This design comes from an exercise in tuning for small area, a short achievable clock period and few clock cycles per item on the open sky130 flow, not from production work.
The RTL was checked by simulation tests, not by an equivalence proof against the original design.
No activity file was given, so power comes from the tool's default toggle rates.

==> 01-15 <==
## vfix_unit
module vfix_unit #(
    parameter LANES = 4
) (
    input  wire                  clk,
    input  wire                  rst,
    input  wire                  in_valid,
    output wire                  in_ready,
    input  wire [2:0]            in_func,
    input  wire                  in_type,
    input  wire [1:0]            in_rnd,
    input  wire                  in_zero,
    input  wire [LANES-1:0]      in_pred,
    input  wire [16*LANES-1:0]   in_a,
    input  wire [16*LANES-1:0]   in_b,
    input  wire [16*LANES-1:0]   in_c,
    input  wire [16*LANES-1:0]   in_d,
    output reg                   out_valid,
    output reg  [16*LANES-1:0]   out_d,
    output reg                   out_sat
);
export LEC_CHECK = 0
export ABC_AREA = 1
export CAP_MARGIN = 0
export CORE_MARGIN = 2
export CORE_UTILIZATION = 65
export CTS_CLUSTER_DIAMETER = 80
export CTS_CLUSTER_SIZE = 25
export SLEW_MARGIN = 0
export SYNTH_HIERARCHICAL = 1
create_clock -name core_clock -period 25.0 [get_ports {clk}]
standard.sh (not shown) runs the stock make flow with config.mk's settings and CLKGATE_MAP_FILE= SYNTH_SCRIPT=/design/flow/synth_recipe.tcl, a recipe that flattens the netlist after the stock synthesis.
==> flow/flow/run.sh <==
#!/bin/bash
# Synthesis: the standard synthesis script (synth_recipe.tcl), except that
# ABC maps the lane modules with a delay target (flow/abc_lane.script), so
# that it recovers area there instead of mapping for the least delay; the
# top module keeps the standard ABC script. Then the standard layout
# steps, with buf_2 cells as the port buffers; the layout's timing repair
# aims at a setup slack of MARGIN ns (the clock period and constraints are
# unchanged) on the worst endpoints, and may resize cells across
# footprints.
set -euo pipefail
MARGIN=19
W=$PWD
cat > $W/own_synth.tcl <<EOC
proc abc {args} {
  set i [lsearch \$args -script]
  set lane_args \$args
  lset lane_args [expr {\$i + 1}] $W/flow/abc_lane.script
  yosys abc {*}\$lane_args vfix_lane vfix_fa vfix_xor2 vfix_xnor2
  yosys abc {*}\$args vfix_unit
}
source $W/synth_recipe.tcl
EOC
bash standard.sh SYNTH_SCRIPT=$W/own_synth.tcl synth > synth.log 2>&1
bash standard.sh SYNTH_SCRIPT=$W/own_synth.tcl "BUFFER_PORTS_ARGS=-buffer_cell sky130_fd_sc_hd__buf_2" \
    SETUP_SLACK_MARGIN=$MARGIN TNS_END_PERCENT=5 MATCH_CELL_FOOTPRINT=0 finish > layout.log 2>&1
==> flow/flow/abc_lane.script <==
strash
dch
map -B 0.9 -D 4000
topo
stime -c
buffer -c
upsize -c -D 4000
dnsize -c -D 4000
==> 02-18: changes against 01-15 <==
--- a/flow/flow/run.sh
+++ b/flow/flow/run.sh
@@ -3,5 +3,5 @@
 # ABC maps the lane modules with a delay target (flow/abc_lane.script), so
 # that it recovers area there instead of mapping for the least delay; the
-# top module keeps the standard ABC script. Then the standard layout
+# top module gets its own (flow/abc_top.script). Then the standard layout
 # steps, with buf_2 cells as the port buffers; the layout's timing repair
 # aims at a setup slack of MARGIN ns (the clock period and constraints are
@@ -17,5 +17,7 @@
   lset lane_args [expr {\$i + 1}] $W/flow/abc_lane.script
   yosys abc {*}\$lane_args vfix_lane vfix_fa vfix_xor2 vfix_xnor2
-  yosys abc {*}\$args vfix_unit
+  set top_args \$args
+  lset top_args [expr {\$i + 1}] $W/flow/abc_top.script
+  yosys abc {*}\$top_args vfix_unit
 }
 source $W/synth_recipe.tcl
==> flow/flow/abc_lane.script (replaced) <==
strash
dch
map -B 0.9 -D 3000
topo
stime -c
buffer -c
upsize -c -D 3000
dnsize -c -D 3000
==> flow/flow/abc_top.script (new file) <==
strash
dch
map -B 0.9 -D 1000
topo
stime -c
buffer -c
upsize -c -D 1000
dnsize -c -D 1000
==> comparison <==
02-18 finished clean. 01-15 ran to the end with no violations. Of 02-18 and 01-15, 02-18 has the higher maximum frequency (gap 0.87%, measured against 01-15). Synthesized area: 01-15 is smaller than 02-18 (about 0.66%). Of 01-15 and 02-18, 02-18 has the higher first-iteration DRC count (gap 1.9%, measured against 02-18). Combinational power: 01-15 is higher than 02-18 (4.4%). Against 02-18, the routed wire length of 01-15 is higher by 2.7%. Between 01-15 and 02-18, the lower clock power is in 02-18 (gap 5.4%, measured against 02-18). Cell count: 01-15 is lower than 02-18 (about 0.3%). Between 02-18 and 01-15, the lower worst hold slack is in 02-18 (gap 0.043 ns). In 01-15 the via count is larger than in 02-18, by 1.2%. Cell area: 02-18 is lower than 01-15 (2.3%).
Testbench counts of 01-15, summed over its fixed seeds: cycles 16,024, items 16,000.
Testbench counts of 02-18, summed over its fixed seeds: cycles 16,024, items 16,000.

-- separate check: timing with driven ports --
No port has a modelled driver above. Below, the same layouts with a new extraction and two added sets of constraints. Step 1, drivers: a clkbuf_16 drives clk and a buf_2 each remaining input, both assumed. Step 2 adds t to the input delays and takes it off the output delays; t is the mean of the earliest and latest rising clock arrival at the registers after step 1. Input paths then give back, and output paths get back, about the clock's delay inside the block. Three values: ideal, step 1, step 2; two values: the first two.
| run | t (ns) | setup slack, ns | worst hold slack (ns) | worst slew at a driven data input, ns |
|---|---|---|---|---|
| 01-15 | 0.712 | 18.799 / 18.738 / 18.083 | 0.334 / 0.334 / 0.334 | 0.15 |
| 02-18 | 0.701 | 18.853 / 18.780 / 18.190 | 0.291 / 0.291 / 0.291 | 0.20 |
After both steps setup and hold are still met in every run listed. The setup slack of 01-15, which loses most, moves by -0.061 ns with the drivers and by -0.716 ns with both steps.
